Background: an optimization exercise with open tools, aiming at small area, a short achievable clock period and few clock cycles per item. Do not read the settings as production practice.
No functional check of the RTL was part of any run shown here.

===== constraint.sdc =====
create_clock -name core_clock -period 22.0 [get_ports {clk}]
set_input_delay 4.4000 -clock core_clock [delete_from_list [all_inputs] [get_ports {clk}]]
set_output_delay 4.4000 -clock core_clock [all_outputs]
set_load 0.01 [all_outputs]

===== standard.sh =====
#!/bin/bash
# synth_recipe.tcl (not shown) runs the flow's synth.tcl, then flattens the netlist and writes it again
# the make line also repeats each setting of config.mk as NAME=value (left out here)
make -C /OpenROAD-flow-scripts/flow DESIGN_CONFIG=/design/flow/config.mk WORK_HOME=/design/flow/orfs CLKGATE_MAP_FILE= SYNTH_SCRIPT=/design/flow/synth_recipe.tcl "${@:-finish}"

===== config.mk =====
export PLATFORM = sky130hd
export DESIGN_NAME = stitch_blend
export DESIGN_NICKNAME = stitch_blend
export VERILOG_FILES = /design/flow/design.v
export SDC_FILE = /design/flow/constraint.sdc
export NUM_CORES = 4
export LEC_CHECK = 0
export CAP_MARGIN = 20
export CORE_MARGIN = 2
export CORE_UTILIZATION = 40
export CTS_BUF_LIST = sky130_fd_sc_hd__clkbuf_8
export SLEW_MARGIN = 20
export SYNTH_HIERARCHICAL = 1
export SYNTH_MINIMUM_KEEP_SIZE = 0

===== design.v =====
module stitch_blend (
    input  wire        clk,
    input  wire        rst,
    input  wire        in_valid,
    output wire        in_ready,
    input  wire        in_sol,       
    input  wire        in_apron,     
    input  wire [11:0] in_bg_y,
    input  wire [11:0] in_bg_cb,
    input  wire [11:0] in_bg_cr,
    input  wire [7:0]  in_vis,       
    input  wire [7:0]  in_cov,       
    input  wire [95:0] in_y,         
    input  wire [95:0] in_cb,
    input  wire [95:0] in_cr,
    input  wire [79:0] in_pa,        
    input  wire [79:0] in_ga,        
    output reg         out_valid,
    input  wire        out_ready,
    output reg         out_sol,
    output wire [9:0]  out_y,
    output wire [9:0]  out_c         
);
    reg  [7:0] opq;      
    reg  [7:0] live;     
    reg  [7:0] above;    
    integer l;
    always @(*) begin
        for (l = 0; l < 8; l = l + 1) begin
            opq[l]  = in_cov[l] && (in_vis[l] || (l == 7 && in_apron)) &&
                      (&in_pa[10*l +: 10]) && ((&in_ga[10*l +: 10]) || (l == 7 && in_apron));
            live[l] = in_cov[l] && (in_vis[l] || (l == 7 && in_apron)) &&
                      (|in_pa[10*l +: 10]) && ((|in_ga[10*l +: 10]) || (l == 7 && in_apron));
        end
        above[7] = 1'b0;
        for (l = 6; l >= 0; l = l - 1)
            above[l] = above[l+1] || opq[l+1];
    end
    wire [7:0] top  = opq & ~above;             
    wire [7:0] need = live & ~opq & ~above;     
    reg  [7:0] done;     
    reg        cont;     
    wire [7:0] rem  = need & ~done;
    reg  [7:0] sel;      
    reg  [7:0] lower;
    always @(*) begin
        lower[0] = 1'b0;
        for (l = 1; l < 8; l = l + 1)
            lower[l] = lower[l-1] || rem[l-1];
        sel = rem & ~lower;
    end
    wire       more;
    stitch_more u_more (
        .cov(in_cov), .vis(in_vis), .pa(in_pa), .ga(in_ga), .apron(in_apron),
        .done(done), .more(more));
    reg        b_valid, b_last, b_sol;
    reg [11:0] dst_y, dst_cb, dst_cr;
    reg [11:0] src_y, src_cb, src_cr;
    reg [9:0]  b_pa, b_ga;
    wire stall_b  = b_valid && b_last && out_valid && !out_ready;
    assign in_ready = !stall_b && !more;
    wire issue    = in_valid && !stall_b;
    wire        no_top = ~|top;
    wire [11:0] st_y, st_cb, st_cr;
    wire [11:0] m_y, m_cb, m_cr;
    wire [9:0]  m_pa, m_ga;
    wire [79:0] ga_eff = {in_apron ? 10'h3ff : in_ga[79:70], in_ga[69:0]};
    stitch_pick #(.N(9), .W(36)) u_pick_st (
        .s({no_top, top}),
        .d({in_bg_cr, in_bg_cb, in_bg_y,
            in_cr[95:84], in_cb[95:84], in_y[95:84], in_cr[83:72], in_cb[83:72], in_y[83:72],
            in_cr[71:60], in_cb[71:60], in_y[71:60], in_cr[59:48], in_cb[59:48], in_y[59:48],
            in_cr[47:36], in_cb[47:36], in_y[47:36], in_cr[35:24], in_cb[35:24], in_y[35:24],
            in_cr[23:12], in_cb[23:12], in_y[23:12], in_cr[11:0],  in_cb[11:0],  in_y[11:0]}),
        .y({st_cr, st_cb, st_y}));
    stitch_pick #(.N(8), .W(56)) u_pick_src (
        .s(sel),
        .d({ga_eff[79:70], in_pa[79:70], in_cr[95:84], in_cb[95:84], in_y[95:84],
            ga_eff[69:60], in_pa[69:60], in_cr[83:72], in_cb[83:72], in_y[83:72],
            ga_eff[59:50], in_pa[59:50], in_cr[71:60], in_cb[71:60], in_y[71:60],
            ga_eff[49:40], in_pa[49:40], in_cr[59:48], in_cb[59:48], in_y[59:48],
            ga_eff[39:30], in_pa[39:30], in_cr[47:36], in_cb[47:36], in_y[47:36],
            ga_eff[29:20], in_pa[29:20], in_cr[35:24], in_cb[35:24], in_y[35:24],
            ga_eff[19:10], in_pa[19:10], in_cr[23:12], in_cb[23:12], in_y[23:12],
            ga_eff[9:0],   in_pa[9:0],   in_cr[11:0],  in_cb[11:0],  in_y[11:0]}),
        .y({m_ga, m_pa, m_cr, m_cb, m_y}));
    wire [9:0]  b_a;
    stitch_alpha u_alpha (.pa(b_pa), .ga(b_ga), .a(b_a));
    wire [11:0] res_y, res_cb, res_cr;
    stitch_mix u_mix_y  (.src(src_y),  .dst(dst_y),  .a(b_a), .res(res_y));
    stitch_mix u_mix_cb (.src(src_cb), .dst(dst_cb), .a(b_a), .res(res_cb));
    stitch_mix u_mix_cr (.src(src_cr), .dst(dst_cr), .a(b_a), .res(res_cr));
    reg        odd;       
    reg [11:0] cr_hold;   
    reg [11:0] o_y, o_c;  
    wire       is_even = b_sol || !odd;
    wire       b_done  = b_valid && b_last && !stall_b;
    always @(posedge clk) begin
        if (issue) begin
            src_y  <= m_y;
            src_cb <= m_cb;
            src_cr <= m_cr;
            b_pa   <= m_pa;
            b_ga   <= m_ga;
            b_last <= !more;
            b_sol  <= in_sol;
        end
        if (issue && !cont) begin
            dst_y  <= st_y;
            dst_cb <= st_cb;
            dst_cr <= st_cr;
        end else if (b_valid && !b_last) begin
            dst_y  <= res_y;
            dst_cb <= res_cb;
            dst_cr <= res_cr;
        end
        if (b_done) begin
            out_sol <= b_sol;
            o_y     <= res_y;
            if (is_even) begin
                o_c     <= res_cb;
                cr_hold <= res_cr;
            end else begin
                o_c     <= cr_hold;
            end
        end
        if (rst) begin
            done      <= 8'd0;
            cont      <= 1'b0;
            b_valid   <= 1'b0;
            out_valid <= 1'b0;
            odd       <= 1'b0;
        end else begin
            if (issue) begin
                done <= more ? (done | sel) : 8'd0;
                cont <= more;
            end
            if (issue)
                b_valid <= 1'b1;
            else if (!stall_b)
                b_valid <= 1'b0;
            if (b_done) begin
                out_valid <= 1'b1;
                odd       <= is_even;
            end else if (out_ready) begin
                out_valid <= 1'b0;
            end
        end
    end
    function [9:0] to10;
        input [11:0] v;
        reg   [10:0] r;
        begin
            r = ({1'b0, v} + 13'd2) >> 2;
            if (r < 11'd4)         to10 = 10'd4;
            else if (r > 11'd1019) to10 = 10'd1019;
            else                   to10 = r[9:0];
        end
    endfunction
    assign out_y = to10(o_y);
    assign out_c = to10(o_c);
endmodule
module stitch_pick #(parameter N = 8, parameter W = 1) (
    input  wire [N-1:0]   s,
    input  wire [N*W-1:0] d,
    output reg  [W-1:0]   y
);
    integer i;
    always @(*) begin
        y = {W{1'b0}};
        for (i = 0; i < N; i = i + 1)
            y = y | (d[W*i +: W] & {W{s[i]}});
    end
endmodule
module stitch_more (
    input  wire [7:0]  cov,
    input  wire [7:0]  vis,
    input  wire [79:0] pa,
    input  wire [79:0] ga,
    input  wire        apron,
    input  wire [7:0]  done,
    output wire        more
);
    reg  [7:0] opq, part, above, upper;
    integer l;
    always @(*) begin
        for (l = 0; l < 8; l = l + 1) begin
            opq[l]  = cov[l] && (vis[l] || (l == 7 && apron)) &&
                      (&pa[10*l +: 10]) && ((&ga[10*l +: 10]) || (l == 7 && apron));
            part[l] = cov[l] && (vis[l] || (l == 7 && apron)) &&
                      (|pa[10*l +: 10]) && ((|ga[10*l +: 10]) || (l == 7 && apron)) &&
                      !opq[l] && !done[l];
        end
        above[7] = 1'b0;
        upper[7] = 1'b0;
        for (l = 6; l >= 0; l = l - 1) begin
            above[l] = above[l+1] || opq[l+1];
            upper[l] = upper[l+1] || part[l+1];
        end
    end
    assign more = |(part & ~above & upper);
endmodule
module stitch_mix (input [11:0] src, input [11:0] dst, input [9:0] a, output [11:0] res);
    wire [11:0] r0 = a[0] ? src : dst;
    wire [11:0] r1 = a[1] ? src : dst;
    wire [11:0] r2 = a[2] ? src : dst;
    wire [11:0] r3 = a[3] ? src : dst;
    wire [11:0] r4 = a[4] ? src : dst;
    wire [11:0] r5 = a[5] ? src : dst;
    wire [11:0] r6 = a[6] ? src : dst;
    wire [11:0] r7 = a[7] ? src : dst;
    wire [11:0] r8 = a[8] ? src : dst;
    wire [11:0] r9 = a[9] ? src : dst;
    wire [11:0] rx = a[9] ? src : dst;
    wire t_1 = r0[8] ^ r1[7];
    wire t_2 = r0[8] & r1[7];
    wire t_3, t_4;
    stitch_fa t_fa4 (.a(r0[9]), .b(r1[8]), .c(r2[7]), .s(t_3), .co(t_4));
    wire t_5, t_6;
    stitch_fa t_fa6 (.a(r3[6]), .b(r4[5]), .c(r5[4]), .s(t_5), .co(t_6));
    wire t_7, t_8;
    stitch_fa t_fa8 (.a(r0[10]), .b(r1[9]), .c(r2[8]), .s(t_7), .co(t_8));
    wire t_9, t_10;
    stitch_fa t_fa10 (.a(r3[7]), .b(r4[6]), .c(r5[5]), .s(t_9), .co(t_10));
    wire t_11, t_12;
    stitch_fa t_fa12 (.a(r0[11]), .b(r1[10]), .c(r2[9]), .s(t_11), .co(t_12));
    wire t_13, t_14;
    stitch_fa t_fa14 (.a(r3[8]), .b(r4[7]), .c(r5[6]), .s(t_13), .co(t_14));
    wire t_15, t_16;
    stitch_fa t_fa16 (.a(r1[11]), .b(r2[10]), .c(r3[9]), .s(t_15), .co(t_16));
    wire t_17 = r0[5] ^ r1[4];
    wire t_18 = r0[5] & r1[4];
    wire t_19, t_20;
    stitch_fa t_fa20 (.a(r0[6]), .b(r1[5]), .c(r2[4]), .s(t_19), .co(t_20));
    wire t_21 = r3[3] ^ r4[2];
    wire t_22 = r3[3] & r4[2];
    wire t_23, t_24;
    stitch_fa t_fa24 (.a(r0[7]), .b(r1[6]), .c(r2[5]), .s(t_23), .co(t_24));
    wire t_25, t_26;
    stitch_fa t_fa26 (.a(r3[4]), .b(r4[3]), .c(r5[2]), .s(t_25), .co(t_26));
    wire t_27 = r6[1] ^ r7[0];
    wire t_28 = r6[1] & r7[0];
    wire t_29, t_30;
    stitch_fa t_fa30 (.a(r2[6]), .b(r3[5]), .c(r4[4]), .s(t_29), .co(t_30));
    wire t_31, t_32;
    stitch_fa t_fa32 (.a(r5[3]), .b(r6[2]), .c(r7[1]), .s(t_31), .co(t_32));
    wire t_33, t_34;
    stitch_fa t_fa34 (.a(r8[0]), .b(rx[8]), .c(t_1), .s(t_33), .co(t_34));
    wire t_35, t_36;
    stitch_fa t_fa36 (.a(r6[3]), .b(r7[2]), .c(r8[1]), .s(t_35), .co(t_36));
    wire t_37, t_38;
    stitch_fa t_fa38 (.a(r9[0]), .b(rx[9]), .c(1'b1), .s(t_37), .co(t_38));
    wire t_39, t_40;
    stitch_fa t_fa40 (.a(t_2), .b(t_3), .c(t_5), .s(t_39), .co(t_40));
    wire t_41, t_42;
    stitch_fa t_fa42 (.a(r6[4]), .b(r7[3]), .c(r8[2]), .s(t_41), .co(t_42));
    wire t_43, t_44;
    stitch_fa t_fa44 (.a(r9[1]), .b(rx[10]), .c(t_4), .s(t_43), .co(t_44));
    wire t_45, t_46;
    stitch_fa t_fa46 (.a(t_6), .b(t_7), .c(t_9), .s(t_45), .co(t_46));
    wire t_47, t_48;
    stitch_fa t_fa48 (.a(r6[5]), .b(r7[4]), .c(r8[3]), .s(t_47), .co(t_48));
    wire t_49, t_50;
    stitch_fa t_fa50 (.a(r9[2]), .b(rx[11]), .c(t_8), .s(t_49), .co(t_50));
    wire t_51, t_52;
    stitch_fa t_fa52 (.a(t_10), .b(t_11), .c(t_13), .s(t_51), .co(t_52));
    wire t_53, t_54;
    stitch_fa t_fa54 (.a(r4[8]), .b(r5[7]), .c(r6[6]), .s(t_53), .co(t_54));
    wire t_55, t_56;
    stitch_fa t_fa56 (.a(r7[5]), .b(r8[4]), .c(r9[3]), .s(t_55), .co(t_56));
    wire t_57, t_58;
    stitch_fa t_fa58 (.a(t_12), .b(t_14), .c(t_15), .s(t_57), .co(t_58));
    wire t_59, t_60;
    stitch_fa t_fa60 (.a(r2[11]), .b(r3[10]), .c(r4[9]), .s(t_59), .co(t_60));
    wire t_61, t_62;
    stitch_fa t_fa62 (.a(r5[8]), .b(r6[7]), .c(r7[6]), .s(t_61), .co(t_62));
    wire t_63, t_64;
    stitch_fa t_fa64 (.a(r8[5]), .b(r9[4]), .c(t_16), .s(t_63), .co(t_64));
    wire t_65, t_66;
    stitch_fa t_fa66 (.a(r3[11]), .b(r4[10]), .c(r5[9]), .s(t_65), .co(t_66));
    wire t_67, t_68;
    stitch_fa t_fa68 (.a(r6[8]), .b(r7[7]), .c(r8[6]), .s(t_67), .co(t_68));
    wire t_69, t_70;
    stitch_fa t_fa70 (.a(r4[11]), .b(r5[10]), .c(r6[9]), .s(t_69), .co(t_70));
    wire t_71 = r0[3] ^ r1[2];
    wire t_72 = r0[3] & r1[2];
    wire t_73, t_74;
    stitch_fa t_fa74 (.a(r0[4]), .b(r1[3]), .c(r2[2]), .s(t_73), .co(t_74));
    wire t_75 = r3[1] ^ r4[0];
    wire t_76 = r3[1] & r4[0];
    wire t_77, t_78;
    stitch_fa t_fa78 (.a(r2[3]), .b(r3[2]), .c(r4[1]), .s(t_77), .co(t_78));
    wire t_79, t_80;
    stitch_fa t_fa80 (.a(r5[0]), .b(rx[5]), .c(t_17), .s(t_79), .co(t_80));
    wire t_81, t_82;
    stitch_fa t_fa82 (.a(r5[1]), .b(r6[0]), .c(rx[6]), .s(t_81), .co(t_82));
    wire t_83, t_84;
    stitch_fa t_fa84 (.a(t_18), .b(t_19), .c(t_21), .s(t_83), .co(t_84));
    wire t_85, t_86;
    stitch_fa t_fa86 (.a(rx[7]), .b(t_20), .c(t_22), .s(t_85), .co(t_86));
    wire t_87, t_88;
    stitch_fa t_fa88 (.a(t_23), .b(t_25), .c(t_27), .s(t_87), .co(t_88));
    wire t_89, t_90;
    stitch_fa t_fa90 (.a(t_24), .b(t_26), .c(t_28), .s(t_89), .co(t_90));
    wire t_91, t_92;
    stitch_fa t_fa92 (.a(t_29), .b(t_31), .c(t_33), .s(t_91), .co(t_92));
    wire t_93, t_94;
    stitch_fa t_fa94 (.a(t_30), .b(t_32), .c(t_34), .s(t_93), .co(t_94));
    wire t_95, t_96;
    stitch_fa t_fa96 (.a(t_35), .b(t_37), .c(t_39), .s(t_95), .co(t_96));
    wire t_97, t_98;
    stitch_fa t_fa98 (.a(t_36), .b(t_38), .c(t_40), .s(t_97), .co(t_98));
    wire t_99, t_100;
    stitch_fa t_fa100 (.a(t_41), .b(t_43), .c(t_45), .s(t_99), .co(t_100));
    wire t_101, t_102;
    stitch_fa t_fa102 (.a(t_42), .b(t_44), .c(t_46), .s(t_101), .co(t_102));
    wire t_103, t_104;
    stitch_fa t_fa104 (.a(t_47), .b(t_49), .c(t_51), .s(t_103), .co(t_104));
    wire t_105, t_106;
    stitch_fa t_fa106 (.a(t_48), .b(t_50), .c(t_52), .s(t_105), .co(t_106));
    wire t_107, t_108;
    stitch_fa t_fa108 (.a(t_53), .b(t_55), .c(t_57), .s(t_107), .co(t_108));
    wire t_109, t_110;
    stitch_fa t_fa110 (.a(t_54), .b(t_56), .c(t_58), .s(t_109), .co(t_110));
    wire t_111, t_112;
    stitch_fa t_fa112 (.a(t_59), .b(t_61), .c(t_63), .s(t_111), .co(t_112));
    wire t_113, t_114;
    stitch_fa t_fa114 (.a(r9[5]), .b(t_60), .c(t_62), .s(t_113), .co(t_114));
    wire t_115, t_116;
    stitch_fa t_fa116 (.a(t_64), .b(t_65), .c(t_67), .s(t_115), .co(t_116));
    wire t_117, t_118;
    stitch_fa t_fa118 (.a(r7[8]), .b(r8[7]), .c(r9[6]), .s(t_117), .co(t_118));
    wire t_119, t_120;
    stitch_fa t_fa120 (.a(t_66), .b(t_68), .c(t_69), .s(t_119), .co(t_120));
    wire t_121, t_122;
    stitch_fa t_fa122 (.a(r5[11]), .b(r6[10]), .c(r7[9]), .s(t_121), .co(t_122));
    wire t_123, t_124;
    stitch_fa t_fa124 (.a(r8[8]), .b(r9[7]), .c(t_70), .s(t_123), .co(t_124));
    wire t_125, t_126;
    stitch_fa t_fa126 (.a(r6[11]), .b(r7[10]), .c(r8[9]), .s(t_125), .co(t_126));
    wire t_127 = r0[2] ^ r1[1];
    wire t_128 = r0[2] & r1[1];
    wire t_129, t_130;
    stitch_fa t_fa130 (.a(r2[1]), .b(r3[0]), .c(rx[3]), .s(t_129), .co(t_130));
    wire t_131, t_132;
    stitch_fa t_fa132 (.a(rx[4]), .b(t_72), .c(t_73), .s(t_131), .co(t_132));
    wire t_133, t_134;
    stitch_fa t_fa134 (.a(t_74), .b(t_76), .c(t_77), .s(t_133), .co(t_134));
    wire t_135, t_136;
    stitch_fa t_fa136 (.a(t_78), .b(t_80), .c(t_81), .s(t_135), .co(t_136));
    wire t_137, t_138;
    stitch_fa t_fa138 (.a(t_82), .b(t_84), .c(t_85), .s(t_137), .co(t_138));
    wire t_139, t_140;
    stitch_fa t_fa140 (.a(t_86), .b(t_88), .c(t_89), .s(t_139), .co(t_140));
    wire t_141, t_142;
    stitch_fa t_fa142 (.a(t_90), .b(t_92), .c(t_93), .s(t_141), .co(t_142));
    wire t_143, t_144;
    stitch_fa t_fa144 (.a(t_94), .b(t_96), .c(t_97), .s(t_143), .co(t_144));
    wire t_145, t_146;
    stitch_fa t_fa146 (.a(t_98), .b(t_100), .c(t_101), .s(t_145), .co(t_146));
    wire t_147, t_148;
    stitch_fa t_fa148 (.a(t_102), .b(t_104), .c(t_105), .s(t_147), .co(t_148));
    wire t_149, t_150;
    stitch_fa t_fa150 (.a(t_106), .b(t_108), .c(t_109), .s(t_149), .co(t_150));
    wire t_151, t_152;
    stitch_fa t_fa152 (.a(t_110), .b(t_112), .c(t_113), .s(t_151), .co(t_152));
    wire t_153, t_154;
    stitch_fa t_fa154 (.a(t_114), .b(t_116), .c(t_117), .s(t_153), .co(t_154));
    wire t_155, t_156;
    stitch_fa t_fa156 (.a(t_118), .b(t_120), .c(t_121), .s(t_155), .co(t_156));
    wire t_157, t_158;
    stitch_fa t_fa158 (.a(r9[8]), .b(t_122), .c(t_124), .s(t_157), .co(t_158));
    wire t_159, t_160;
    stitch_fa t_fa160 (.a(r7[11]), .b(r8[10]), .c(r9[9]), .s(t_159), .co(t_160));
    wire t_161 = r0[1] ^ r1[0];
    wire t_162 = r0[1] & r1[0];
    wire t_163, t_164;
    stitch_fa t_fa164 (.a(r2[0]), .b(rx[2]), .c(t_127), .s(t_163), .co(t_164));
    wire t_165, t_166;
    stitch_fa t_fa166 (.a(t_71), .b(t_128), .c(t_129), .s(t_165), .co(t_166));
    wire t_167, t_168;
    stitch_fa t_fa168 (.a(t_75), .b(t_130), .c(t_131), .s(t_167), .co(t_168));
    wire t_169, t_170;
    stitch_fa t_fa170 (.a(t_79), .b(t_132), .c(t_133), .s(t_169), .co(t_170));
    wire t_171, t_172;
    stitch_fa t_fa172 (.a(t_83), .b(t_134), .c(t_135), .s(t_171), .co(t_172));
    wire t_173, t_174;
    stitch_fa t_fa174 (.a(t_87), .b(t_136), .c(t_137), .s(t_173), .co(t_174));
    wire t_175, t_176;
    stitch_fa t_fa176 (.a(t_91), .b(t_138), .c(t_139), .s(t_175), .co(t_176));
    wire t_177, t_178;
    stitch_fa t_fa178 (.a(t_95), .b(t_140), .c(t_141), .s(t_177), .co(t_178));
    wire t_179, t_180;
    stitch_fa t_fa180 (.a(t_99), .b(t_142), .c(t_143), .s(t_179), .co(t_180));
    wire t_181, t_182;
    stitch_fa t_fa182 (.a(t_103), .b(t_144), .c(t_145), .s(t_181), .co(t_182));
    wire t_183, t_184;
    stitch_fa t_fa184 (.a(t_107), .b(t_146), .c(t_147), .s(t_183), .co(t_184));
    wire t_185, t_186;
    stitch_fa t_fa186 (.a(t_111), .b(t_148), .c(t_149), .s(t_185), .co(t_186));
    wire t_187, t_188;
    stitch_fa t_fa188 (.a(t_115), .b(t_150), .c(t_151), .s(t_187), .co(t_188));
    wire t_189, t_190;
    stitch_fa t_fa190 (.a(t_119), .b(t_152), .c(t_153), .s(t_189), .co(t_190));
    wire t_191, t_192;
    stitch_fa t_fa192 (.a(t_123), .b(t_154), .c(t_155), .s(t_191), .co(t_192));
    wire t_193, t_194;
    stitch_fa t_fa194 (.a(t_125), .b(t_156), .c(t_157), .s(t_193), .co(t_194));
    wire t_195, t_196;
    stitch_fa t_fa196 (.a(t_126), .b(t_158), .c(t_159), .s(t_195), .co(t_196));
    wire t_197, t_198;
    stitch_fa t_fa198 (.a(r8[11]), .b(r9[10]), .c(t_160), .s(t_197), .co(t_198));
    wire [21:0] s0 = {1'b0, r9[11], t_196, t_194, t_192, t_190, t_188, t_186, t_184, t_182, t_180, t_178, t_176, t_174, t_172, t_170, t_168, t_166, t_164, t_162, rx[1], r0[0]};
    wire [21:0] s1 = {1'b0, t_198, t_197, t_195, t_193, t_191, t_189, t_187, t_185, t_183, t_181, t_179, t_177, t_175, t_173, t_171, t_169, t_167, t_165, t_163, t_161, rx[0]};
    wire [21:0] s = s0 + s1;
    assign res = s[21:10];
endmodule
module stitch_alpha (input [9:0] pa, input [9:0] ga, output [9:0] a);
    wire t_1 = (pa[8] & ga[0]) ^ (pa[7] & ga[1]);
    wire t_2 = (pa[8] & ga[0]) & (pa[7] & ga[1]);
    wire t_3, t_4;
    stitch_fa t_fa4 (.a((pa[9] & ga[0])), .b((pa[8] & ga[1])), .c((pa[7] & ga[2])), .s(t_3), .co(t_4));
    wire t_5, t_6;
    stitch_fa t_fa6 (.a((pa[6] & ga[3])), .b((pa[5] & ga[4])), .c((pa[4] & ga[5])), .s(t_5), .co(t_6));
    wire t_7, t_8;
    stitch_fa t_fa8 (.a((pa[9] & ga[1])), .b((pa[8] & ga[2])), .c((pa[7] & ga[3])), .s(t_7), .co(t_8));
    wire t_9 = (pa[5] & ga[0]) ^ (pa[4] & ga[1]);
    wire t_10 = (pa[5] & ga[0]) & (pa[4] & ga[1]);
    wire t_11, t_12;
    stitch_fa t_fa12 (.a((pa[6] & ga[0])), .b((pa[5] & ga[1])), .c((pa[4] & ga[2])), .s(t_11), .co(t_12));
    wire t_13 = (pa[3] & ga[3]) ^ (pa[2] & ga[4]);
    wire t_14 = (pa[3] & ga[3]) & (pa[2] & ga[4]);
    wire t_15, t_16;
    stitch_fa t_fa16 (.a((pa[7] & ga[0])), .b((pa[6] & ga[1])), .c((pa[5] & ga[2])), .s(t_15), .co(t_16));
    wire t_17, t_18;
    stitch_fa t_fa18 (.a((pa[4] & ga[3])), .b((pa[3] & ga[4])), .c((pa[2] & ga[5])), .s(t_17), .co(t_18));
    wire t_19 = (pa[1] & ga[6]) ^ (pa[0] & ga[7]);
    wire t_20 = (pa[1] & ga[6]) & (pa[0] & ga[7]);
    wire t_21, t_22;
    stitch_fa t_fa22 (.a((pa[6] & ga[2])), .b((pa[5] & ga[3])), .c((pa[4] & ga[4])), .s(t_21), .co(t_22));
    wire t_23, t_24;
    stitch_fa t_fa24 (.a((pa[3] & ga[5])), .b((pa[2] & ga[6])), .c((pa[1] & ga[7])), .s(t_23), .co(t_24));
    wire t_25, t_26;
    stitch_fa t_fa26 (.a((pa[0] & ga[8])), .b((pa[8] & ga[9])), .c(t_1), .s(t_25), .co(t_26));
    wire t_27, t_28;
    stitch_fa t_fa28 (.a((pa[3] & ga[6])), .b((pa[2] & ga[7])), .c((pa[1] & ga[8])), .s(t_27), .co(t_28));
    wire t_29, t_30;
    stitch_fa t_fa30 (.a((pa[0] & ga[9])), .b((pa[9] & ga[9])), .c(1'b1), .s(t_29), .co(t_30));
    wire t_31, t_32;
    stitch_fa t_fa32 (.a(t_2), .b(t_3), .c(t_5), .s(t_31), .co(t_32));
    wire t_33, t_34;
    stitch_fa t_fa34 (.a((pa[6] & ga[4])), .b((pa[5] & ga[5])), .c((pa[4] & ga[6])), .s(t_33), .co(t_34));
    wire t_35, t_36;
    stitch_fa t_fa36 (.a((pa[3] & ga[7])), .b((pa[2] & ga[8])), .c((pa[1] & ga[9])), .s(t_35), .co(t_36));
    wire t_37, t_38;
    stitch_fa t_fa38 (.a(t_4), .b(t_6), .c(t_7), .s(t_37), .co(t_38));
    wire t_39, t_40;
    stitch_fa t_fa40 (.a((pa[9] & ga[2])), .b((pa[8] & ga[3])), .c((pa[7] & ga[4])), .s(t_39), .co(t_40));
    wire t_41, t_42;
    stitch_fa t_fa42 (.a((pa[6] & ga[5])), .b((pa[5] & ga[6])), .c((pa[4] & ga[7])), .s(t_41), .co(t_42));
    wire t_43, t_44;
    stitch_fa t_fa44 (.a((pa[3] & ga[8])), .b((pa[2] & ga[9])), .c(t_8), .s(t_43), .co(t_44));
    wire t_45, t_46;
    stitch_fa t_fa46 (.a((pa[9] & ga[3])), .b((pa[8] & ga[4])), .c((pa[7] & ga[5])), .s(t_45), .co(t_46));
    wire t_47, t_48;
    stitch_fa t_fa48 (.a((pa[6] & ga[6])), .b((pa[5] & ga[7])), .c((pa[4] & ga[8])), .s(t_47), .co(t_48));
    wire t_49, t_50;
    stitch_fa t_fa50 (.a((pa[9] & ga[4])), .b((pa[8] & ga[5])), .c((pa[7] & ga[6])), .s(t_49), .co(t_50));
    wire t_51 = (pa[3] & ga[0]) ^ (pa[2] & ga[1]);
    wire t_52 = (pa[3] & ga[0]) & (pa[2] & ga[1]);
    wire t_53, t_54;
    stitch_fa t_fa54 (.a((pa[4] & ga[0])), .b((pa[3] & ga[1])), .c((pa[2] & ga[2])), .s(t_53), .co(t_54));
    wire t_55 = (pa[1] & ga[3]) ^ (pa[0] & ga[4]);
    wire t_56 = (pa[1] & ga[3]) & (pa[0] & ga[4]);
    wire t_57, t_58;
    stitch_fa t_fa58 (.a((pa[3] & ga[2])), .b((pa[2] & ga[3])), .c((pa[1] & ga[4])), .s(t_57), .co(t_58));
    wire t_59, t_60;
    stitch_fa t_fa60 (.a((pa[0] & ga[5])), .b((pa[5] & ga[9])), .c(t_9), .s(t_59), .co(t_60));
    wire t_61, t_62;
    stitch_fa t_fa62 (.a((pa[1] & ga[5])), .b((pa[0] & ga[6])), .c((pa[6] & ga[9])), .s(t_61), .co(t_62));
    wire t_63, t_64;
    stitch_fa t_fa64 (.a(t_10), .b(t_11), .c(t_13), .s(t_63), .co(t_64));
    wire t_65, t_66;
    stitch_fa t_fa66 (.a((pa[7] & ga[9])), .b(t_12), .c(t_14), .s(t_65), .co(t_66));
    wire t_67, t_68;
    stitch_fa t_fa68 (.a(t_15), .b(t_17), .c(t_19), .s(t_67), .co(t_68));
    wire t_69, t_70;
    stitch_fa t_fa70 (.a(t_16), .b(t_18), .c(t_20), .s(t_69), .co(t_70));
    wire t_71, t_72;
    stitch_fa t_fa72 (.a(t_21), .b(t_23), .c(t_25), .s(t_71), .co(t_72));
    wire t_73, t_74;
    stitch_fa t_fa74 (.a(t_22), .b(t_24), .c(t_26), .s(t_73), .co(t_74));
    wire t_75, t_76;
    stitch_fa t_fa76 (.a(t_27), .b(t_29), .c(t_31), .s(t_75), .co(t_76));
    wire t_77, t_78;
    stitch_fa t_fa78 (.a(t_28), .b(t_30), .c(t_32), .s(t_77), .co(t_78));
    wire t_79, t_80;
    stitch_fa t_fa80 (.a(t_33), .b(t_35), .c(t_37), .s(t_79), .co(t_80));
    wire t_81, t_82;
    stitch_fa t_fa82 (.a(t_34), .b(t_36), .c(t_38), .s(t_81), .co(t_82));
    wire t_83, t_84;
    stitch_fa t_fa84 (.a(t_39), .b(t_41), .c(t_43), .s(t_83), .co(t_84));
    wire t_85, t_86;
    stitch_fa t_fa86 (.a((pa[3] & ga[9])), .b(t_40), .c(t_42), .s(t_85), .co(t_86));
    wire t_87, t_88;
    stitch_fa t_fa88 (.a(t_44), .b(t_45), .c(t_47), .s(t_87), .co(t_88));
    wire t_89, t_90;
    stitch_fa t_fa90 (.a((pa[6] & ga[7])), .b((pa[5] & ga[8])), .c((pa[4] & ga[9])), .s(t_89), .co(t_90));
    wire t_91, t_92;
    stitch_fa t_fa92 (.a(t_46), .b(t_48), .c(t_49), .s(t_91), .co(t_92));
    wire t_93, t_94;
    stitch_fa t_fa94 (.a((pa[9] & ga[5])), .b((pa[8] & ga[6])), .c((pa[7] & ga[7])), .s(t_93), .co(t_94));
    wire t_95, t_96;
    stitch_fa t_fa96 (.a((pa[6] & ga[8])), .b((pa[5] & ga[9])), .c(t_50), .s(t_95), .co(t_96));
    wire t_97, t_98;
    stitch_fa t_fa98 (.a((pa[9] & ga[6])), .b((pa[8] & ga[7])), .c((pa[7] & ga[8])), .s(t_97), .co(t_98));
    wire t_99 = (pa[2] & ga[0]) ^ (pa[1] & ga[1]);
    wire t_100 = (pa[2] & ga[0]) & (pa[1] & ga[1]);
    wire t_101, t_102;
    stitch_fa t_fa102 (.a((pa[1] & ga[2])), .b((pa[0] & ga[3])), .c((pa[3] & ga[9])), .s(t_101), .co(t_102));
    wire t_103, t_104;
    stitch_fa t_fa104 (.a((pa[4] & ga[9])), .b(t_52), .c(t_53), .s(t_103), .co(t_104));
    wire t_105, t_106;
    stitch_fa t_fa106 (.a(t_54), .b(t_56), .c(t_57), .s(t_105), .co(t_106));
    wire t_107, t_108;
    stitch_fa t_fa108 (.a(t_58), .b(t_60), .c(t_61), .s(t_107), .co(t_108));
    wire t_109, t_110;
    stitch_fa t_fa110 (.a(t_62), .b(t_64), .c(t_65), .s(t_109), .co(t_110));
    wire t_111, t_112;
    stitch_fa t_fa112 (.a(t_66), .b(t_68), .c(t_69), .s(t_111), .co(t_112));
    wire t_113, t_114;
    stitch_fa t_fa114 (.a(t_70), .b(t_72), .c(t_73), .s(t_113), .co(t_114));
    wire t_115, t_116;
    stitch_fa t_fa116 (.a(t_74), .b(t_76), .c(t_77), .s(t_115), .co(t_116));
    wire t_117, t_118;
    stitch_fa t_fa118 (.a(t_78), .b(t_80), .c(t_81), .s(t_117), .co(t_118));
    wire t_119, t_120;
    stitch_fa t_fa120 (.a(t_82), .b(t_84), .c(t_85), .s(t_119), .co(t_120));
    wire t_121, t_122;
    stitch_fa t_fa122 (.a(t_86), .b(t_88), .c(t_89), .s(t_121), .co(t_122));
    wire t_123, t_124;
    stitch_fa t_fa124 (.a(t_90), .b(t_92), .c(t_93), .s(t_123), .co(t_124));
    wire t_125, t_126;
    stitch_fa t_fa126 (.a((pa[6] & ga[9])), .b(t_94), .c(t_96), .s(t_125), .co(t_126));
    wire t_127, t_128;
    stitch_fa t_fa128 (.a((pa[9] & ga[7])), .b((pa[8] & ga[8])), .c((pa[7] & ga[9])), .s(t_127), .co(t_128));
    wire t_129 = (pa[1] & ga[0]) ^ (pa[0] & ga[1]);
    wire t_130 = (pa[1] & ga[0]) & (pa[0] & ga[1]);
    wire t_131, t_132;
    stitch_fa t_fa132 (.a((pa[0] & ga[2])), .b((pa[2] & ga[9])), .c(t_99), .s(t_131), .co(t_132));
    wire t_133, t_134;
    stitch_fa t_fa134 (.a(t_51), .b(t_100), .c(t_101), .s(t_133), .co(t_134));
    wire t_135, t_136;
    stitch_fa t_fa136 (.a(t_55), .b(t_102), .c(t_103), .s(t_135), .co(t_136));
    wire t_137, t_138;
    stitch_fa t_fa138 (.a(t_59), .b(t_104), .c(t_105), .s(t_137), .co(t_138));
    wire t_139, t_140;
    stitch_fa t_fa140 (.a(t_63), .b(t_106), .c(t_107), .s(t_139), .co(t_140));
    wire t_141, t_142;
    stitch_fa t_fa142 (.a(t_67), .b(t_108), .c(t_109), .s(t_141), .co(t_142));
    wire t_143, t_144;
    stitch_fa t_fa144 (.a(t_71), .b(t_110), .c(t_111), .s(t_143), .co(t_144));
    wire t_145, t_146;
    stitch_fa t_fa146 (.a(t_75), .b(t_112), .c(t_113), .s(t_145), .co(t_146));
    wire t_147, t_148;
    stitch_fa t_fa148 (.a(t_79), .b(t_114), .c(t_115), .s(t_147), .co(t_148));
    wire t_149, t_150;
    stitch_fa t_fa150 (.a(t_83), .b(t_116), .c(t_117), .s(t_149), .co(t_150));
    wire t_151, t_152;
    stitch_fa t_fa152 (.a(t_87), .b(t_118), .c(t_119), .s(t_151), .co(t_152));
    wire t_153, t_154;
    stitch_fa t_fa154 (.a(t_91), .b(t_120), .c(t_121), .s(t_153), .co(t_154));
    wire t_155, t_156;
    stitch_fa t_fa156 (.a(t_95), .b(t_122), .c(t_123), .s(t_155), .co(t_156));
    wire t_157, t_158;
    stitch_fa t_fa158 (.a(t_97), .b(t_124), .c(t_125), .s(t_157), .co(t_158));
    wire t_159, t_160;
    stitch_fa t_fa160 (.a(t_98), .b(t_126), .c(t_127), .s(t_159), .co(t_160));
    wire t_161, t_162;
    stitch_fa t_fa162 (.a((pa[9] & ga[8])), .b((pa[8] & ga[9])), .c(t_128), .s(t_161), .co(t_162));
    wire [19:0] s0 = {1'b0, (pa[9] & ga[9]), t_160, t_158, t_156, t_154, t_152, t_150, t_148, t_146, t_144, t_142, t_140, t_138, t_136, t_134, t_132, t_130, (pa[1] & ga[9]), (pa[0] & ga[0])};
    wire [19:0] s1 = {1'b0, t_162, t_161, t_159, t_157, t_155, t_153, t_151, t_149, t_147, t_145, t_143, t_141, t_139, t_137, t_135, t_133, t_131, t_129, (pa[0] & ga[9])};
    wire [19:0] s = s0 + s1;
    assign a = s[19:10];
endmodule
module stitch_fa (input a, input b, input c, output s, output co);
    assign s  = a ^ b ^ c;
    assign co = (a & b) | (a & c) | (b & c);
endmodule

===== flow/run.sh =====
#!/bin/bash
# Standard layout, with the smallest buffer on every input and output port,
# and timing repair aimed at a setup slack margin well above zero.
set -euo pipefail
export BUFFER_PORTS_ARGS="-buffer_cell sky130_fd_sc_hd__buf_1"
export SETUP_SLACK_MARGIN=11
bash standard.sh > standard.log 2>&1

==> results.sh, run 1 <==
export IMPL_status="complete, no violations"
export IMPL_cts_tree="built"
export IMPL_portBuffers=528
export IMPL_synth_async_reset_ratio_pct=0
export IMPL_cts_hold_buffers=0
export IMPL_whs_path_depth=0
export IMPL_crit_type="input pin to primary output"
export IMPL_worstSetupStartpointType="input pin"
export IMPL_drt_pass1_iter_count=9
export IMPL_antenna_found_initial=26
export IMPL_totalWireLength_mm=119.6
export IMPL_cts_buffer_depth=2
export IMPL_start_util_pct=40.32
export IMPL_dpl_hpwl_mm=93.62
export IMPL_grt_pass1_vias=27560
export IMPL_postRouteAntennaNets=0
export IMPL_clock_sinks=140
export IMPL_grt_pass1_wl_mm=174.5
export IMPL_reg2reg_slack_ns=11.35
export IMPL_setup_viol=0
export IMPL_cts_made_buffers=17
export IMPL_vias=26290
export IMPL_gr_total_overflow=0
export IMPL_via_per_inst=6.663
export IMPL_placed_cell_area_um2=30150
export IMPL_syn_avg_cell_area_um2=10.56
export IMPL_routabilityCongestion=1.006
export IMPL_pre_cts_slack_ns=10.59
export IMPL_design_core_area_um2=68470
export IMPL_fmax_mhz=91.84
export IMPL_layout_commonest_cell="buf_1"
export IMPL_hp_class="register to register"
export IMPL_skew_ns=0.01495
export IMPL_grt_max_degree=60
export IMPL_worstSetupEndpointType="primary output"
export IMPL_rsz0062_at_grt="no"
export IMPL_cts_htree_levels=4
export IMPL_ys_ff_latch=140
export IMPL_drc=0
export IMPL_track_usage_pct=33.15
export IMPL_critPathMaxFanout=5
export IMPL_final_area_um2=30700
export IMPL_row_count=96
export IMPL_max_cap_viol_count=0
export IMPL_ys_warn_count=10
export IMPL_die_w_um=266.7
export IMPL_fillerInstances=6609
export IMPL_die_y_um=266.7
export IMPL_synth_area_um2=27600
export IMPL_rr_worst_depth=25
export IMPL_critical_path_arrival_ns=6.49
export IMPL_r2r_start="b_ga[1]"
export IMPL_cp_required_ns=17.60
export IMPL_cts_root_buf="clkbuf_8"
export IMPL_mostFrequentLayoutCells="buf_1 (515), mux2_2 (404), fa_1 (346), a22oi_1 (264), nand4_1 (149)"
export IMPL_ys_flop_type="edfxtp_1"
export IMPL_slew_violations=0
export IMPL_yosys_cell_types_count=86
export IMPL_pin_count=529
export IMPL_dieArea_um2=71130
export IMPL_drive_gt1_share_pct=20.05
export IMPL_clock_latency_ns=0.58
export IMPL_setup_tns_ns=0
export IMPL_dr_first_iter_drc_count=2916
export IMPL_min_delay_start="b_sol"
export IMPL_report_final_hold_viol_count=0
export IMPL_timing_final_crit_share_pct=49.49
export IMPL_r2r_end="dst_cr[11]"
export IMPL_seq_area_frac_synth_pct=14.79
export IMPL_wl_per_cell_um=30.31
export IMPL_max_slew_margin_pct=27.71
export IMPL_clk_pin_slew_ns=0.09
export IMPL_hold_path_endpoint="out_sol"
export IMPL_period_minus_slack_ns=10.89
export IMPL_syn_instance_count=2614
export IMPL_nets=3999
export IMPL_tightestPinTransition_ns=1.082
export IMPL_synth_edff_count=128
export IMPL_areaGrowthSynthToFinish_pct=11.21
export IMPL_fin_ws_ns=11.11
==> through the flow <==
stage	hold slack (ns)	std cells	util (%)
after floorplan	0.4271	2614	-
after global placement	0.4373	3895	44.03
after detailed placement	0.4470	3895	44.03
after CTS	0.4686	3927	44.60
after global routing	0.5040	3942	44.82
final	0.4885	3946	44.84
==> state kept, by name, indices dropped and copies added (netlist names), 8 cells and up <==
signal and count:
b_ga 10, b_pa 10, cr_hold 11, done 8
dst_cb 12, dst_cr 12, dst_y 12, o_c 11
o_y 11, src_cb 12, src_cr 12, src_y 12
==> layout make-up <==
cell class / instances / area, um2 / share of cell area [%]
Tap cell: 882 / 1104 / 3.595
Antenna cell: 16 / 40.04 / 0.1304
Clock inverter: 15 / 127.6 / 0.4157
Multi-Input combinational cell: 2289 / 22730 / 74.03
Clock buffer: 17 / 234.0 / 0.7621
Timing Repair Buffer: 569 / 2317 / 7.548
Inverter: 18 / 67.56 / 0.2201
Sequential cell: 140 / 4084 / 13.30
==> metal layers <==
| layer | part of all wire, % | GRT usage, % | vias to the layer above |
|---|---|---|---|
| met5 | 0.070 | 0 | - |
| met4 | 5.5 | 18.21 | 14 |
| met3 | 9.7 | 9.198 | 341 |
| met2 | 46 | 53.58 | 1664 |
| met1 | 38 | 39.95 | 13120 |
| li1 | - | - | 11160 |
==> per-module statistics from Yosys (local to each module, per instance), a selection <==
module,cells inside,flops+latches
stitch_more,159,0
stitch_fa,1,0
stitch_mix,278,0
stitch_alpha,216,0
stitch_blend,515,140
==> repair_timing <==
item | 4_1_cts | 5_1_grt
endpoints found under the setup margin | 1 | 25
buffers inserted | 0 | 3
pin swaps | 1 | 11
gates cloned | 0 | 0
resized for setup | 6 | 29
==> Yosys cell counts, types with 42 or more instances <==
master / count / area share (%)
a21oi_1: 73 / 1.3
a22oi_1: 264 / 7.2
and2_1: 102 / 2.3
buf_1: 51 / 0.69
buf_6: 42 / 1.7
edfxtp_1: 128 / 14
fa_1: 346 / 25
ha_1: 112 / 5.1
mux2_2: 404 / 16
nand2_1: 112 / 1.5
nand3_1: 83 / 1.5
nand4_1: 149 / 3.4
nor2_1: 90 / 1.2
nor4_1: 74 / 1.7
==> worst max path at each step <==
| stage | slack, ns | start | end |
|---|---|---|---|
| 2_1_floorplan | 11.51 | in_ga[35] | in_ready |
| 3_3_place_gp | 10.50 | in_apron | in_ready |
| 3_5_place_dp | 10.59 | in_apron | in_ready |
| 4_1_cts | 11.00 | in_pa[76] | in_ready |
| 5_1_grt | 11.00 | in_pa[25] | in_ready |
| 6_report | 11.11 | in_ga[42] | in_ready |
==> cells by family after synthesis <==
group                      synth area share (%)
and+or+nand+nor                           15.07
xor gates and xnor gates                  1.460
buffers and inverters                     4.034
other                                   0.05438
muxes                                     16.52
adders and majority gates                 30.17
AOI/OAI and AO/OA                         17.90
DFF                                       14.79
==> critical path, stage by stage <==
cell     delay [ns]
buf_1          0.31
nand4_1        0.17
nor4_1         0.35
nand2_1        0.20
nand3_1        0.18
and4_1         0.23
o21ai_1        0.06
a211o_1        0.35
nor2_1         0.09
buf_2          0.15
==> run 2, diff against run 1 <==
--- a/design.v
+++ b/design.v
@@ -49,10 +49,14 @@
             lower[l] = lower[l-1] || rem[l-1];
         sel = rem & ~lower;
     end
-    wire       more;
-    stitch_more u_more (
-        .cov(in_cov), .vis(in_vis), .pa(in_pa), .ga(in_ga), .apron(in_apron),
-        .done(done), .more(more));
+    wire [7:0] part = live & ~opq & ~done;
+    reg  [7:0] upper;
+    always @(*) begin
+        upper[7] = 1'b0;
+        for (l = 6; l >= 0; l = l - 1)
+            upper[l] = upper[l+1] || part[l+1];
+    end
+    wire       more = |(part & ~above & upper);
     reg        b_valid, b_last, b_sol;
     reg [11:0] dst_y, dst_cb, dst_cr;
     reg [11:0] src_y, src_cb, src_cr;
@@ -172,34 +176,6 @@
             y = y | (d[W*i +: W] & {W{s[i]}});
     end
 endmodule
-module stitch_more (
-    input  wire [7:0]  cov,
-    input  wire [7:0]  vis,
-    input  wire [79:0] pa,
-    input  wire [79:0] ga,
-    input  wire        apron,
-    input  wire [7:0]  done,
-    output wire        more
-);
-    reg  [7:0] opq, part, above, upper;
-    integer l;
-    always @(*) begin
-        for (l = 0; l < 8; l = l + 1) begin
-            opq[l]  = cov[l] && (vis[l] || (l == 7 && apron)) &&
-                      (&pa[10*l +: 10]) && ((&ga[10*l +: 10]) || (l == 7 && apron));
-            part[l] = cov[l] && (vis[l] || (l == 7 && apron)) &&
-                      (|pa[10*l +: 10]) && ((|ga[10*l +: 10]) || (l == 7 && apron)) &&
-                      !opq[l] && !done[l];
-        end
-        above[7] = 1'b0;
-        upper[7] = 1'b0;
-        for (l = 6; l >= 0; l = l - 1) begin
-            above[l] = above[l+1] || opq[l+1];
-            upper[l] = upper[l+1] || part[l+1];
-        end
-    end
-    assign more = |(part & ~above & upper);
-endmodule
 module stitch_mix (input [11:0] src, input [11:0] dst, input [9:0] a, output [11:0] res);
     wire [11:0] r0 = a[0] ? src : dst;
     wire [11:0] r1 = a[1] ? src : dst;
@@ -412,8 +388,7 @@
     stitch_fa t_fa198 (.a(r8[11]), .b(r9[10]), .c(t_160), .s(t_197), .co(t_198));
     wire [21:0] s0 = {1'b0, r9[11], t_196, t_194, t_192, t_190, t_188, t_186, t_184, t_182, t_180, t_178, t_176, t_174, t_172, t_170, t_168, t_166, t_164, t_162, rx[1], r0[0]};
     wire [21:0] s1 = {1'b0, t_198, t_197, t_195, t_193, t_191, t_189, t_187, t_185, t_183, t_181, t_179, t_177, t_175, t_173, t_171, t_169, t_167, t_165, t_163, t_161, rx[0]};
-    wire [21:0] s = s0 + s1;
-    assign res = s[21:10];
+    stitch_add22 u_add (.a(s0), .b(s1), .y(res));
 endmodule
 module stitch_alpha (input [9:0] pa, input [9:0] ga, output [9:0] a);
     wire t_1 = (pa[8] & ga[0]) ^ (pa[7] & ga[1]);
@@ -583,6 +558,83 @@
     wire [19:0] s = s0 + s1;
     assign a = s[19:10];
 endmodule
+module stitch_add22 (input [21:0] a, input [21:0] b, output [11:0] y);
+    wire [21:0] p0 = a ^ b;
+    wire [21:0] g0 = a & b;
+    wire G1 = g0[1] | (p0[1] & g0[0]);
+    wire P1 = p0[1] & p0[0];
+    wire G2 = g0[3] | (p0[3] & g0[2]);
+    wire P2 = p0[3] & p0[2];
+    wire G3 = g0[5] | (p0[5] & g0[4]);
+    wire P3 = p0[5] & p0[4];
+    wire G4 = g0[7] | (p0[7] & g0[6]);
+    wire P4 = p0[7] & p0[6];
+    wire G5 = g0[9] | (p0[9] & g0[8]);
+    wire P5 = p0[9] & p0[8];
+    wire G6 = g0[11] | (p0[11] & g0[10]);
+    wire P6 = p0[11] & p0[10];
+    wire G7 = g0[13] | (p0[13] & g0[12]);
+    wire P7 = p0[13] & p0[12];
+    wire G8 = g0[15] | (p0[15] & g0[14]);
+    wire P8 = p0[15] & p0[14];
+    wire G9 = g0[17] | (p0[17] & g0[16]);
+    wire P9 = p0[17] & p0[16];
+    wire G10 = g0[19] | (p0[19] & g0[18]);
+    wire P10 = p0[19] & p0[18];
+    wire G11 = g0[21] | (p0[21] & g0[20]);
+    wire P11 = p0[21] & p0[20];
+    wire G12 = G2 | (P2 & G1);
+    wire P12 = P2 & P1;
+    wire G13 = G4 | (P4 & G3);
+    wire P13 = P4 & P3;
+    wire G14 = G6 | (P6 & G5);
+    wire P14 = P6 & P5;
+    wire G15 = G8 | (P8 & G7);
+    wire P15 = P8 & P7;
+    wire G16 = G10 | (P10 & G9);
+    wire P16 = P10 & P9;
+    wire G17 = G13 | (P13 & G12);
+    wire P17 = P13 & P12;
+    wire G18 = G15 | (P15 & G14);
+    wire P18 = P15 & P14;
+    wire G19 = G18 | (P18 & G17);
+    wire P19 = P18 & P17;
+    wire G20 = G14 | (P14 & G17);
+    wire P20 = P14 & P17;
+    wire G21 = G16 | (P16 & G19);
+    wire P21 = P16 & P19;
+    wire G22 = G3 | (P3 & G12);
+    wire P22 = P3 & P12;
+    wire G23 = G5 | (P5 & G17);
+    wire P23 = P5 & P17;
+    wire G24 = G7 | (P7 & G20);
+    wire P24 = P7 & P20;
+    wire G25 = G9 | (P9 & G19);
+    wire P25 = P9 & P19;
+    wire G26 = G11 | (P11 & G21);
+    wire P26 = P11 & P21;
+    wire G27 = g0[2] | (p0[2] & G1);
+    wire P27 = p0[2] & P1;
+    wire G28 = g0[4] | (p0[4] & G12);
+    wire P28 = p0[4] & P12;
+    wire G29 = g0[6] | (p0[6] & G22);
+    wire P29 = p0[6] & P22;
+    wire G30 = g0[8] | (p0[8] & G17);
+    wire P30 = p0[8] & P17;
+    wire G31 = g0[10] | (p0[10] & G23);
+    wire P31 = p0[10] & P23;
+    wire G32 = g0[12] | (p0[12] & G20);
+    wire P32 = p0[12] & P20;
+    wire G33 = g0[14] | (p0[14] & G24);
+    wire P33 = p0[14] & P24;
+    wire G34 = g0[16] | (p0[16] & G19);
+    wire P34 = p0[16] & P19;
+    wire G35 = g0[18] | (p0[18] & G25);
+    wire P35 = p0[18] & P25;
+    wire G36 = g0[20] | (p0[20] & G21);
+    wire P36 = p0[20] & P21;
+    assign y = {p0[21] ^ G36, p0[20] ^ G21, p0[19] ^ G35, p0[18] ^ G25, p0[17] ^ G34, p0[16] ^ G19, p0[15] ^ G33, p0[14] ^ G24, p0[13] ^ G32, p0[12] ^ G20, p0[11] ^ G31, p0[10] ^ G23};
+endmodule
 module stitch_fa (input a, input b, input c, output s, output co);
     assign s  = a ^ b ^ c;
     assign co = (a & b) | (a & c) | (b & c);
==> results.sh, run 2 <==
export IMPL_wl_per_cell_um=30.85
export IMPL_synthMostInstantiatedCell="fa_1"
export IMPL_yosys_cell_types_count=88
export IMPL_max_cap_viol_count=0
export IMPL_ys_flop_type="edfxtp_1"
export IMPL_synth_mux_area_share_pct=20.64
export IMPL_crit_type="input pin to primary output"
export IMPL_hold_path_endpoint="cont"
export IMPL_postRouteAntennaNets=0
export IMPL_grt_max_degree=57
export IMPL_rsz0062_at_grt="yes"
export IMPL_timing_final_crit_share_pct=50.52
export IMPL_tightestPinTransition_ns=1.067
export IMPL_ys_warn_count=9
export IMPL_cts_made_buffers=17
export IMPL_synth_area_um2=27820
export IMPL_wl_met2_mm=54.59
export IMPL_whs_path_depth=2
export IMPL_r2r_end="dst_cr[7]"
export IMPL_worstSetupEndpointType="primary output"
export IMPL_rr_worst_depth=26
export IMPL_drt_pass1_iter_count=8
export IMPL_skew_ns=0.02418
export IMPL_ys_ff_latch=140
export IMPL_start_util_pct=40.49
export IMPL_cts_htree_levels=4
export IMPL_status="complete, no violations"
export IMPL_nets=3759
export IMPL_fillerInstances=6497
export IMPL_grt_pass1_wl_mm=166.1
export IMPL_synthTopCellsByArea="fa_1 (26%), mux2_4 (16%), edfxtp_1 (14%), a22oi_1 (7.1%), ha_1 (4.9%)"
export IMPL_synth_top_family_by_area="adder cells"
export IMPL_synth_async_reset_ratio_pct=0
export IMPL_grt_pass1_vias=25410
export IMPL_portBuffers=528
export IMPL_via_per_inst=6.367
export IMPL_hp_class="register to register"
export IMPL_synthAdderAreaFrac_pct=31.14
export IMPL_max_slew_margin_pct=28.72
export IMPL_critical_path_arrival_ns=6.71
export IMPL_cts_hold_buffers=0
export IMPL_die_w_um=267.7
export IMPL_setup_viol=0
export IMPL_design_core_area_um2=68710
export IMPL_report_final_hold_viol_count=0
export IMPL_setup_tns_ns=0
export IMPL_syn_instance_count=2338
export IMPL_synth_compound_area_share_pct=15.96
export IMPL_critPathMaxFanout=4
export IMPL_reg2reg_slack_ns=11.48
export IMPL_min_delay_start="cont"
export IMPL_dieArea_um2=71670
export IMPL_cts_tree="built"
export IMPL_dpl_hpwl_mm=89.04
export IMPL_drc=0
export IMPL_clk_pin_slew_ns=0.08
export IMPL_row_count=96
export IMPL_seq_area_frac_synth_pct=14.68
export IMPL_register_area_um2=4084
export IMPL_antenna_found_initial=15
export IMPL_routabilityCongestion=0.9797
export IMPL_track_usage_pct=31.91
export IMPL_fmax_mhz=89.97
export IMPL_drive_gt1_share_pct=23.24
export IMPL_pin_count=529
export IMPL_areaGrowthSynthToFinish_pct=11.36
export IMPL_gr_total_overflow=0
export IMPL_met1Wirelength_mm=43.76
export IMPL_totalWireLength_mm=115.3
export IMPL_synth_edff_count=128
export IMPL_synth_commonest_cells="fa_1 (364), mux2_4 (300), a22oi_1 (263)"
export IMPL_clock_latency_ns=0.57
export IMPL_worstSetupStartpointType="input pin"
export IMPL_die_y_um=267.7
export IMPL_synth_top_cell_by_area="fa_1"
export IMPL_layout_commonest_cell="buf_1"
export IMPL_multi_input_area_um2=22690
export IMPL_cts_buffer_depth=2
export IMPL_period_minus_slack_ns=11.11
export IMPL_synth_top_area_share_pct=26.20
export IMPL_top_layer="met5"
export IMPL_synth_simple_area_share_pct=11.15
export IMPL_clock_sinks=140
export IMPL_mostFrequentLayoutCells="buf_1 (515), fa_1 (364), mux2_4 (300), a22oi_1 (263), edfxtp_1 (128)"
export IMPL_wl_met3_mm=9.602
export IMPL_slew_violations=0
export IMPL_timing_hold_ws_ns=0.5005
export IMPL_dr_first_iter_drc_count=2771
export IMPL_cts_root_buf="clkbuf_8"
export IMPL_vias=23810
export IMPL_synthXorXnorAreaFrac_pct=1.354
export IMPL_syn_avg_cell_area_um2=11.90
export IMPL_cp_required_ns=17.60
export IMPL_r2r_start="b_ga[0]"
==> run 2: changes by cell type after synthesis, sizes merged, moves of 9 or more <==
| cell | delta |
|---|---|
| nand2 | -55 |
| nand4 | -40 |
| nor4 | -38 |
| nor2 | -31 |
| nand3 | -29 |
| a21oi | -28 |
| a31oi | -19 |
| fa | +18 |
| o21ai | -14 |
| xnor2 | -14 |
| clkbuf | -12 |
| inv | +12 |
| xor2 | +11 |
| buf | +9 |
==> run 2: kinds of logic after synthesis <==
group | after synthesis
buffers and inverters | 194
and+or+nand+nor | 528
other | 7
DFF | 140
muxes | 410
xor gates and xnor gates | 43
adders and majority gates | 474
AOI/OAI and AO/OA | 542
==> run 2: repair_timing <==
item                                    CTS  global route
resized for setup                        36            12
endpoints found under the setup margin    1            36
cloned                                    0             0
buffers inserted                          4             9
pin swaps                                 9             6
==> run 2: final cells by class <==
type                       instances  share of cell area, %
multi-input combinational       2007                  73.23
antenna                           15                 0.1212
inverter                          30                 0.3635
timing repair buffer             584                  8.022
clock buffer                      17                 0.7553
tap                              931                  3.760
clock inverter                    15                 0.5614
sequential                       140                  13.18
==> run 2: how the worst max path moves through the flow <==
stage              start  endpoint  depth (start not counted)
5_1_grt        in_pa[73]  in_ready                         12
4_1_cts        in_pa[73]  in_ready                         10
3_5_place_dp    in_apron  in_ready                         11
6_report       in_pa[73]  in_ready                         12
2_1_floorplan  in_pa[77]  in_ready                          7
3_3_place_gp    in_apron  in_ready                         11
==> run 2: through the flow <==
stage / setup WS (ns) / util [%] / instance area [um2] / std cells
global placement: 9.958 / 43.98 / 30220 / 3678
floorplan: 11.50 / - / 27830 / 2341
global route: 10.88 / 45.08 / 30970 / 3738
detailed placement: 9.958 / 43.98 / 30220 / 3678
finish: 10.89 / 45.09 / 30980 / 3739
CTS: 11.00 / 44.85 / 30810 / 3714
==> run 2: routing by layer <==
| metal | track usage, % | vias to the layer above |
|---|---|---|
| met5 | 0 | - |
| met4 | 20.31 | 2 |
| met3 | 7.549 | 343 |
| met2 | 52.20 | 1474 |
| met1 | 37.75 | 12030 |
| li1 | - | 9957 |
==> run 2: Yosys stat by module (local to each module, per instance), a selection <==
module        cell area, um2  flops+latches  cells
stitch_mix              1998              0    152
stitch_add22           742.0              0     84
stitch_alpha            1406              0    192
stitch_fa              20.02              0      1
stitch_blend            6904            140    548
==> run 2: worst max-delay path: stages <==
cell	delay, ns
buf_6	0.08
buf_6	0.08
nand4_1	0.13
nor4_4	0.60
o21ai_2	0.22
inv_2	0.14
a2bb2oi_4	0.16
o311ai_2	0.12
o2111ai_2	0.20
o2111a_2	0.31
and2b_1	0.16
buf_6	0.11

afterwards: timing with drivers on the ports:
No port has a modelled driver above. Below, the same layouts with a new extraction and two added sets of constraints.
Step 1 sets driving cells, clkbuf_16 on the clock port and buf_2 on the other inputs (assumed; they add their load-dependent delay and slew).
Step 2 adds t to the input delays and takes it off the output delays; t is the mean of the earliest and latest rising clock arrival at the registers after step 1. Input paths then give back, and output paths get back, about the clock's delay inside the block.
a / b / c = ideal ports / drivers / drivers and shift; a / b = the first two.
run | t (ns) | setup WS [ns] | hold slack, ns
run 1 | 0.633 | 11.112 / 11.054 / 11.054 | 0.488 / 0.488 / 0.488
run 2 | 0.615 | 10.885 / 10.830 / 10.830 | 0.501 / 0.501 / 0.501
After both steps setup and hold are still met in every run listed. For run 1, which loses most, drivers alone change the setup slack by -0.058 ns; drivers and shift together by -0.058 ns.
